This is an optimization exercise on Yosys and OpenROAD, whose aim is small area and a short achievable clock period, not a production implementation.
Function was checked by simulation only, so behaviour that the tests miss may differ from the original.
Power is estimated from default activity; no workload was simulated.

==> inputs of run a <==
## drain_convert
module drain_convert (
    input  wire         clk,
    input  wire         rst,
    input  wire         in_valid,
    input  wire [31:0]  in_acc,
    input  wire         in_acc_int,
    input  wire [3:0]   in_ofmt,
    input  wire         in_sat,
    input  wire         in_mask,
    input  wire [127:0] in_cb,
    output reg          out_valid,
    output reg  [31:0]  out_data,
    output reg          out_sat,
    output reg          out_nan
);
    localparam [2:0] T_G4 = 3'd0, T_I32 = 3'd6, T_FP32 = 3'd7;
    reg         r_valid;
    reg [31:0]  r_acc;
    reg         r_acc_int;
    reg [2:0]   r_ofmt;
    reg         r_sat;
    reg         r_mask;
    reg [127:0] r_cb;
    always @(posedge clk) begin
        if (rst) r_valid <= 1'b0;
        else     r_valid <= in_valid;
        r_acc     <= in_acc;
        r_acc_int <= in_acc_int;
        r_ofmt    <= in_ofmt[2:0];
        r_sat     <= in_sat;
        r_mask    <= in_mask;
        r_cb      <= in_cb;
    end
    wire [31:0] nrm_w, g4_w;
    wire        nrm_rb, nrm_st;
    wire        g4_sat, g4_nan;
    dc_i2f_norm u_nrm (.a(r_acc), .f(nrm_w), .rb(nrm_rb), .st(nrm_st));
    dc_g4_find  u_g4f (.acc(r_acc), .acc_int(r_acc_int), .mask(r_mask), .cb(r_cb),
                       .w(g4_w), .sat(g4_sat), .nan(g4_nan));
    reg [31:0] c1_w;
    reg [2:0]  c1_fmt;
    reg        c1_x, c1_i, c1_rb, c1_st;
    always @* begin
        c1_fmt = r_ofmt;
        c1_x   = r_sat;
        c1_i   = 1'b0;
        c1_rb  = 1'b0;
        c1_st  = 1'b0;
        if (r_ofmt == T_G4) begin
            c1_w = g4_w;
            c1_x = g4_sat;
            c1_i = g4_nan;
        end else if (r_mask) begin
            c1_w   = 32'd0;              
            c1_fmt = T_I32;
        end else if (r_acc_int && r_ofmt != T_I32) begin
            c1_w  = nrm_w;
            c1_rb = nrm_rb;
            c1_st = nrm_st;
        end else
            c1_w = r_acc;
    end
    reg         p_valid;
    reg [31:0]  p_w;
    reg [2:0]   p_fmt;
    reg         p_x;       
    reg         p_i;       
    reg         p_rb, p_st;
    always @(posedge clk) begin
  ...
Settings: LEC_CHECK=0, ABC_AREA=1, CAP_MARGIN=20, CORE_MARGIN=2, CORE_UTILIZATION=40, PLACE_DENSITY=0.6, SLEW_MARGIN=20; clock period 20.0 ns.
standard.sh (not shown) runs the stock make flow with config.mk's settings and CLKGATE_MAP_FILE= SYNTH_SCRIPT=/design/flow/synth_recipe.tcl, a recipe that flattens the netlist after the stock synthesis.
==> flow/flow/run.sh <==
#!/bin/bash
# The standard layout, with each port buffered by the smallest buffer cell
# instead of the default choice.
set -euo pipefail
export BUFFER_PORTS_ARGS="-buffer_cell sky130_fd_sc_hd__buf_1"
bash standard.sh finish > standard_flow.log 2>&1
==> run b: changes against run a <==
--- a/flow/design.v
+++ b/flow/design.v
@@ -38,42 +38,50 @@
         for (k = 0; k < 2; k = k + 1) begin
             z16[k]       = z8[2*k+1] && z8[2*k];
             l16[4*k +: 4] = z8[2*k+1] ? {1'b1, l8[6*k +: 3]} : {1'b0, l8[6*k+3 +: 3]};
         end
         lz = z16[1] ? {1'b1, l16[3:0]} : {1'b0, l16[7:4]};
-        n  = mag << lz;
+        n = mag;
+        if (lz[4]) n = n << 16;
+        if (lz[3]) n = n << 8;
+        if (lz[2]) n = n << 4;
+        if (lz[1]) n = n << 2;
+        if (lz[0]) n = n << 1;
         rb = 1'b0;
         st = 1'b0;
-        for (k = 0; k < 8; k = k + 1)
-            if (lz == k) begin
-                rb = mag[7 - k];
-                if (k < 7) st = lo[6 - k];
-            end
+        for (k = 0; k < 8; k = k + 1) begin
+            rb = rb | ((lz == k) & mag[7 - k]);
+            if (k < 7) st = st | ((lz == k) & lo[6 - k]);
+        end
         e = (z16[1] && z16[0]) ? 8'd0 : 8'd158 - {3'd0, lz};
         f = {s, e, n[30:8]};
     end
 endmodule
 module dc_i2f_round (
     input  wire [31:0] f,
     input  wire        rb,
     input  wire        st,
+    output reg  [24:0] sig,
     output reg  [31:0] v
 );
-    reg        inc;
-    reg [30:0] al;             
+    reg        inc, hid;
+    reg [23:0] al;             
     integer    i, k;
     always @* begin
+        hid = f[30:23] != 8'd0;
         inc = rb & (st | f[0]);
-        al = f[30:0];
+        al  = {hid, f[22:0]};
         for (k = 0; k < 5; k = k + 1)
-            for (i = 0; i < 31; i = i + 1)
+            for (i = 0; i < 24; i = i + 1)
                 if ((i >> k) & 1)
                     al[i] = al[i] & al[((i >> k) << k) - 1];
-        v[31] = f[31];
-        v[0]  = f[0] ^ inc;
-        for (i = 1; i < 31; i = i + 1)
-            v[i] = f[i] ^ (inc & al[i-1]);
+        sig[0] = f[0] ^ inc;
+        for (i = 1; i < 23; i = i + 1)
+            sig[i] = f[i] ^ (inc & al[i-1]);
+        sig[23] = hid ^ (inc & al[22]);
+        sig[24] = inc & al[23];
+        v = {f[31], f[30:23] + {7'd0, sig[24]}, sig[22:0]};
     end
 endmodule
 module dc_encode (
     input  wire [31:0] w,
     input  wire [2:0]  fmt,
@@ -169,39 +177,26 @@
         endcase
     end
 endmodule
 module dc_align (
     input  wire [31:0] v,
-    input  wire        vrb,
-    input  wire        vst,
+    input  wire [24:0] vsig,
     input  wire [2:0]  fmt,
     output reg  [31:0] w
 );
     localparam [2:0] T_I8 = 3'd1, T_F8E4 = 3'd2, T_F8E5 = 3'd3, T_BF16 = 3'd4;
     reg         s, hid, is_nan, is_inf;
     reg  [7:0]  ex, ex1, eb;
-    reg  [23:0] al;            
     reg  [24:0] sig, t, pre;
-    reg         inc;
     reg  [3:0]  sh;
     reg         sub, ov1, ov2, e4m;
     integer     i, k;
     always @* begin
         s      = v[31];
         ex     = v[30:23];
         hid    = ex != 8'd0;
-        inc = vrb & (vst | v[0]);
-        al  = {hid, v[22:0]};
-        for (k = 0; k < 5; k = k + 1)
-            for (i = 0; i < 24; i = i + 1)
-                if ((i >> k) & 1)
-                    al[i] = al[i] & al[((i >> k) << k) - 1];
-        sig[0] = v[0] ^ inc;
-        for (i = 1; i < 23; i = i + 1)
-            sig[i] = v[i] ^ (inc & al[i-1]);
-        sig[23] = hid ^ (inc & al[22]);
-        sig[24] = inc & al[23];
+        sig    = vsig;
         ex1    = {ex[7:1], ex[0] | !hid};
         is_nan = (ex == 8'hFF) && (v[22:0] != 23'd0);
         is_inf = (ex == 8'hFF) && (v[22:0] == 23'd0);
         case (fmt)
             T_I8:    sh = (ex1 >= 8'd134) ? 4'd3 : (ex1 <= 8'd125) ? 4'd12 : 4'd9 - ex1[3:0];    
@@ -236,11 +231,12 @@
     input  wire [31:0]  acc,
     input  wire         acc_int,
     input  wire         mask,
     input  wire [127:0] cb,
     output reg  [31:0]  w,
-    output reg          sat,
+    output reg          below,
+    output reg          hi_sat,
     output reg          nan
 );
     function ge9;
         input [8:0] a, b;
         reg   [8:0] x, z, g, p;
@@ -265,14 +261,13 @@
     reg               s;
     reg  [7:0]        ex;
     reg  [23:0]       sig;
     reg  [23:0]       pre;     
     reg               sel;
-    reg  [24:0]       sg;      
-    reg  [10:0]       yf;      
-    reg  [10:0]       y;       
-    reg               sv;      
+    reg  [9:0]        u;       
+    reg  [10:0]       yy;      
+    reg               neg;
     reg  [8:0]        yq;      
     reg               big;
     reg               kill;
     reg  [15:0]       d;       
     reg  [14:0]       h;       
@@ -290,62 +285,65 @@
         pre = sig;
         for (k = 0; k < 5; k = k + 1)
             for (i = 0; i < 24; i = i + 1)
                 if ((i >> k) & 1)
                     pre[i] = pre[i] | pre[((i >> k) << k) - 1];
-        sg[0] = sig[0];
-        for (i = 1; i < 24; i = i + 1)
-            sg[i] = sig[i] ^ (s & pre[i-1]);
-        sg[24] = s & pre[23];
-        yf = {{10{sg[24]}}, pre[23]};
+        u = {9'd0, pre[23]};
         for (c = 123; c <= 134; c = c + 1) begin
             sel = (ex == c);
-            for (i = 0; i < 10; i = i + 1)
-                yf[i+1] = (yf[i+1] & !sel) | (sel & sg[(i + 149 - c < 24) ? i + 149 - c : 24]);
-            yf[0] = (yf[0] & !sel) | (sel & pre[(148 - c > 23) ? 23 : 148 - c]);
+            for (i = 0; i < 9; i = i + 1)
+                if (i + 149 - c < 24)
+                    u[i+1] = u[i+1] | (sel & sig[i + 149 - c]);
+            u[0] = (u[0] & !sel) | (sel & pre[(148 - c > 23) ? 23 : 148 - c]);
         end
-        if (big) yf = {s, {10{!s}}};
+        if (big) u = 10'h3FF;
         if (acc_int) begin
-            sv = acc[31];
-            if (acc[31:8] == {24{acc[31]}}) y = {acc[8:0], 2'b00};
-            else                            y = {acc[31], {10{~acc[31]}}};
+            neg = 1'b0;
+            if (acc[31:8] == {24{acc[31]}}) begin
+                yy = {acc[8:0], 2'b00};
+                yq = acc[8:0];
+            end else begin
+                yy = {acc[31], {10{~acc[31]}}};
+                yq = {acc[31], {8{~acc[31]}}};
+            end
         end else begin
-            sv = s;
-            y  = yf;
+            neg = s;
+            yy  = {1'b0, u};
+            yq  = {s, u[9:2] ^ {8{s}}};
         end
         if (kill) begin
-            y  = 11'd0;
-            sv = 1'b0;
+            neg = 1'b0;
+            yy  = 11'd0;
+            yq  = 9'd0;
         end
-        yq = y[10:2];
         for (c = 0; c < 16; c = c + 1)
             d[c] = ge9(yq, {cb[8*c+7], cb[8*c +: 8]});
         for (c = 0; c < 15; c = c + 1)
             h[c] = d[c] & !d[c+1];
-        elo = 8'd0;
+        below = !d[0];
+        elo = {8{below}} & cb[7:0];
         ehi = 8'd0;
         for (c = 0; c < 15; c = c + 1) begin
             elo = elo | ({8{h[c]}} & cb[8*c +: 8]);
             ehi = ehi | ({8{h[c]}} & cb[8*c+8 +: 8]);
         end
         j[3] = d[8];
         j[2] = (d[4] & !d[8]) | d[12];
         j[1] = (d[2] & !d[4]) | (d[6] & !d[8]) | (d[10] & !d[12]) | d[14];
         j[0] = (d[1] & !d[2]) | (d[3] & !d[4]) | (d[5] & !d[6]) | (d[7] & !d[8]) |
                (d[9] & !d[10]) | (d[11] & !d[12]) | (d[13] & !d[14]) | d[15];
-        hi_eq = (yq == {cb[127], cb[127:120]}) && (y[1:0] == 2'b00);
-        sat = 1'b0;
-        if (!d[0] || d[15]) begin
-            sat = !kill && (!d[0] || !hi_eq);
-            w   = {1'b0, j, 8'd1, 8'd1, 11'd0};
-        end else
-            w   = {sv, j, ehi, elo, y};
+        hi_eq  = (yq == {cb[127], cb[127:120]}) && (yy[1:0] == 2'b00);
+        hi_sat = !kill && d[15] && !hi_eq;
+        w = {neg, j, ehi, elo, yy};
     end
 endmodule
 module dc_g4_pick (
     input  wire [31:0] w,
-    output reg  [3:0]  code
+    input  wire        below,
+    input  wire        hi_sat,
+    output reg  [3:0]  code,
+    output reg         sat
 );
     function cout11;
         input [10:0] x, z;
         input        cin;
         reg   [10:0] g, p;
@@ -362,27 +360,44 @@
             cout11 = gg[5] | (p[10] & p[9] & (gg[4] | (p[8] & p[7] & (gg[3] | (p[6] & p[5] &
                      (gg[2] | (p[4] & p[3] & (gg[1] | (p[2] & p[1] & gg[0])))))))));
         end
     endfunction
     reg  [11:0] a0, b0, c0, sm, cr;
-    reg  [10:0] y;
+    reg  [10:0] yy, y, lo;
     reg  [7:0]  elo, ehi;
     reg  [3:0]  j;
-    reg         sv, up;
+    reg         neg, sv, up, lo_end;
+    integer     i, k;
     always @* begin
-        y   = w[10:0];
+        yy  = w[10:0];
         elo = w[18:11];
         ehi = w[26:19];
         j   = w[30:27];
-        sv  = w[31];
+        neg = w[31];
+        sv  = neg | yy[10];
+        lo = yy;
+        for (k = 0; k < 4; k = k + 1)
+            for (i = 0; i < 11; i = i + 1)
+                if ((i >> k) & 1)
+                    lo[i] = lo[i] | lo[((i >> k) << k) - 1];
+        y[0] = yy[0];
+        for (i = 1; i < 11; i = i + 1)
+            y[i] = yy[i] ^ (neg & lo[i-1]);
         a0 = {y[10], y};
         b0 = {{3{~elo[7]}}, ~elo, 1'b1};
         c0 = {{3{~ehi[7]}}, ~ehi, 1'b1};
         sm = a0 ^ b0 ^ c0;
         cr = {(a0[10:0] & b0[10:0]) | (a0[10:0] & c0[10:0]) | (b0[10:0] & c0[10:0]), 1'b1};
         up = !(sm[11] ^ cr[11] ^ cout11(sm[10:0], cr[10:0], sv));
-        code = up ? j + 4'd1 : j;
+        lo_end = $signed(y) < $signed({elo[7], elo, 2'b00});
+        if (below) begin
+            code = 4'd0;
+            sat  = lo_end;
+        end else begin
+            code = (up && j != 4'd15) ? j + 4'd1 : j;
+            sat  = hi_sat;
+        end
     end
 endmodule
 module drain_convert (
     input  wire         clk,
     input  wire         rst,
@@ -416,27 +431,28 @@
         r_mask    <= in_mask;
         r_cb      <= in_cb;
     end
     wire [31:0] nrm_w, g4_w;
     wire        nrm_rb, nrm_st;
-    wire        g4_sat, g4_nan;
+    wire        g4_below, g4_hsat, g4_nan;
     dc_i2f_norm u_nrm (.a(r_acc), .f(nrm_w), .rb(nrm_rb), .st(nrm_st));
     dc_g4_find  u_g4f (.acc(r_acc), .acc_int(r_acc_int), .mask(r_mask), .cb(r_cb),
-                       .w(g4_w), .sat(g4_sat), .nan(g4_nan));
+                       .w(g4_w), .below(g4_below), .hi_sat(g4_hsat), .nan(g4_nan));
     reg [31:0] c1_w;
     reg [2:0]  c1_fmt;
     reg        c1_x, c1_i, c1_rb, c1_st;
     always @* begin
         c1_fmt = r_ofmt;
         c1_x   = r_sat;
         c1_i   = 1'b0;
         c1_rb  = 1'b0;
         c1_st  = 1'b0;
         if (r_ofmt == T_G4) begin
-            c1_w = g4_w;
-            c1_x = g4_sat;
-            c1_i = g4_nan;
+            c1_w  = g4_w;
+            c1_x  = g4_hsat;
+            c1_i  = g4_nan;
+            c1_rb = g4_below;
         end else if (r_mask) begin
             c1_w   = 32'd0;              
             c1_fmt = T_I32;
         end else if (r_acc_int && r_ofmt != T_I32) begin
             c1_w  = nrm_w;
@@ -448,11 +464,12 @@
     reg         p_valid;
     reg [31:0]  p_w;
     reg [2:0]   p_fmt;
     reg         p_x;       
     reg         p_i;       
-    reg         p_rb, p_st;
+    reg         p_rb;      
+    reg         p_st;
     always @(posedge clk) begin
         if (rst) p_valid <= 1'b0;
         else     p_valid <= r_valid;
         p_w   <= c1_w;
         p_fmt <= c1_fmt;
@@ -461,14 +478,16 @@
         p_rb  <= c1_rb;
         p_st  <= c1_st;
     end
     wire [31:0] v, aln_w;
     wire [3:0]  g4_code;
+    wire        g4_sat;
     wire        v_nan = (p_w[30:23] == 8'hFF) && (p_w[22:0] != 23'd0);
-    dc_i2f_round u_rnd (.f(p_w), .rb(p_rb), .st(p_st), .v(v));
-    dc_g4_pick   u_g4p (.w(p_w), .code(g4_code));
-    dc_align     u_aln (.v(p_w), .vrb(p_rb), .vst(p_st), .fmt(p_fmt), .w(aln_w));
+    wire [24:0] vsig;
+    dc_i2f_round u_rnd (.f(p_w), .rb(p_rb), .st(p_st), .sig(vsig), .v(v));
+    dc_g4_pick   u_g4p (.w(p_w), .below(p_rb), .hi_sat(p_x), .code(g4_code), .sat(g4_sat));
+    dc_align     u_aln (.v(p_w), .vsig(vsig), .fmt(p_fmt), .w(aln_w));
     reg [31:0] c2_w;
     reg        c2_x;
     always @* begin
         c2_x = p_x;
         c2_w = v;
@@ -477,11 +496,11 @@
             if (v_nan) c2_w = 32'h7FC0_0000;
         end
         if (p_fmt != T_FP32 && p_fmt != T_I32)
             c2_w = aln_w;
         if (p_fmt == T_G4)
-            c2_w[5:0] = {p_i, p_x, g4_code};
+            c2_w[5:0] = {p_i, g4_sat, g4_code};
     end
     reg         m_valid;
     reg [31:0]  m_w;
     reg [2:0]   m_fmt;
     reg         m_x;
Settings changed: CORE_UTILIZATION 40 to 55, CTS_CLUSTER_DIAMETER from default to 150, CTS_CLUSTER_SIZE from default to 25, PLACE_DENSITY 0.6 to 0.7, SLEW_MARGIN 20 to 68.
==> Flow_metrics.wiki <==
{| class="wikitable"
! Metric !! Value
|-
| Mean instance size in the synthesized netlist || 6.18 µm²
|-
| Seq power || 0.000665 W
|-
| Outcome || timing/DRC/antenna clean
|-
| Fmax || between 100 and 150 MHz
|-
| Slew of the pin with the lowest slew margin || 1.06 ns
|-
| Std cell rows || 80
|}
[end of results for run a]
==> Flow_metrics.wiki <==
{| class="wikitable"
! Metric !! Value
|-
| Outcome || timing/DRC/antenna clean
|-
| Fmax || 197 MHz
|-
| Std cell rows || between 60 and 70
|-
| Mean instance size in the synthesized netlist || 6.21 µm²
|-
| Slew of the pin with the lowest slew margin || between 0.5 and 0.6 ns
|-
| Seq power || 0.000674 W
|}
[end of results for run b]

==> re-timing with driven ports <==
How much do the figures lean on ideal ports? The routed layouts below were timed once more, with nothing changed but the port constraints.
Step 1 sets driving cells, clkbuf_16 on the clock port and buf_2 on the other inputs (assumed; they add their load-dependent delay and slew).
Step 2 times the ports against the registers' clock, not the clock port: input delays grow and output delays shrink by t, the midpoint of the rising clock arrivals with the driver on.
Three values: ideal ports, drivers, drivers and shift; two values: the first two.
run | t (ns) | slack for setup (ns) | pins driven straight from the clock port
run a | 0.615 | 13.175 / 13.175 / 13.175 | 1
run b | 0.575 | 14.922 / 14.919 / 14.922 | 1
After both steps every run listed still meets setup and hold.
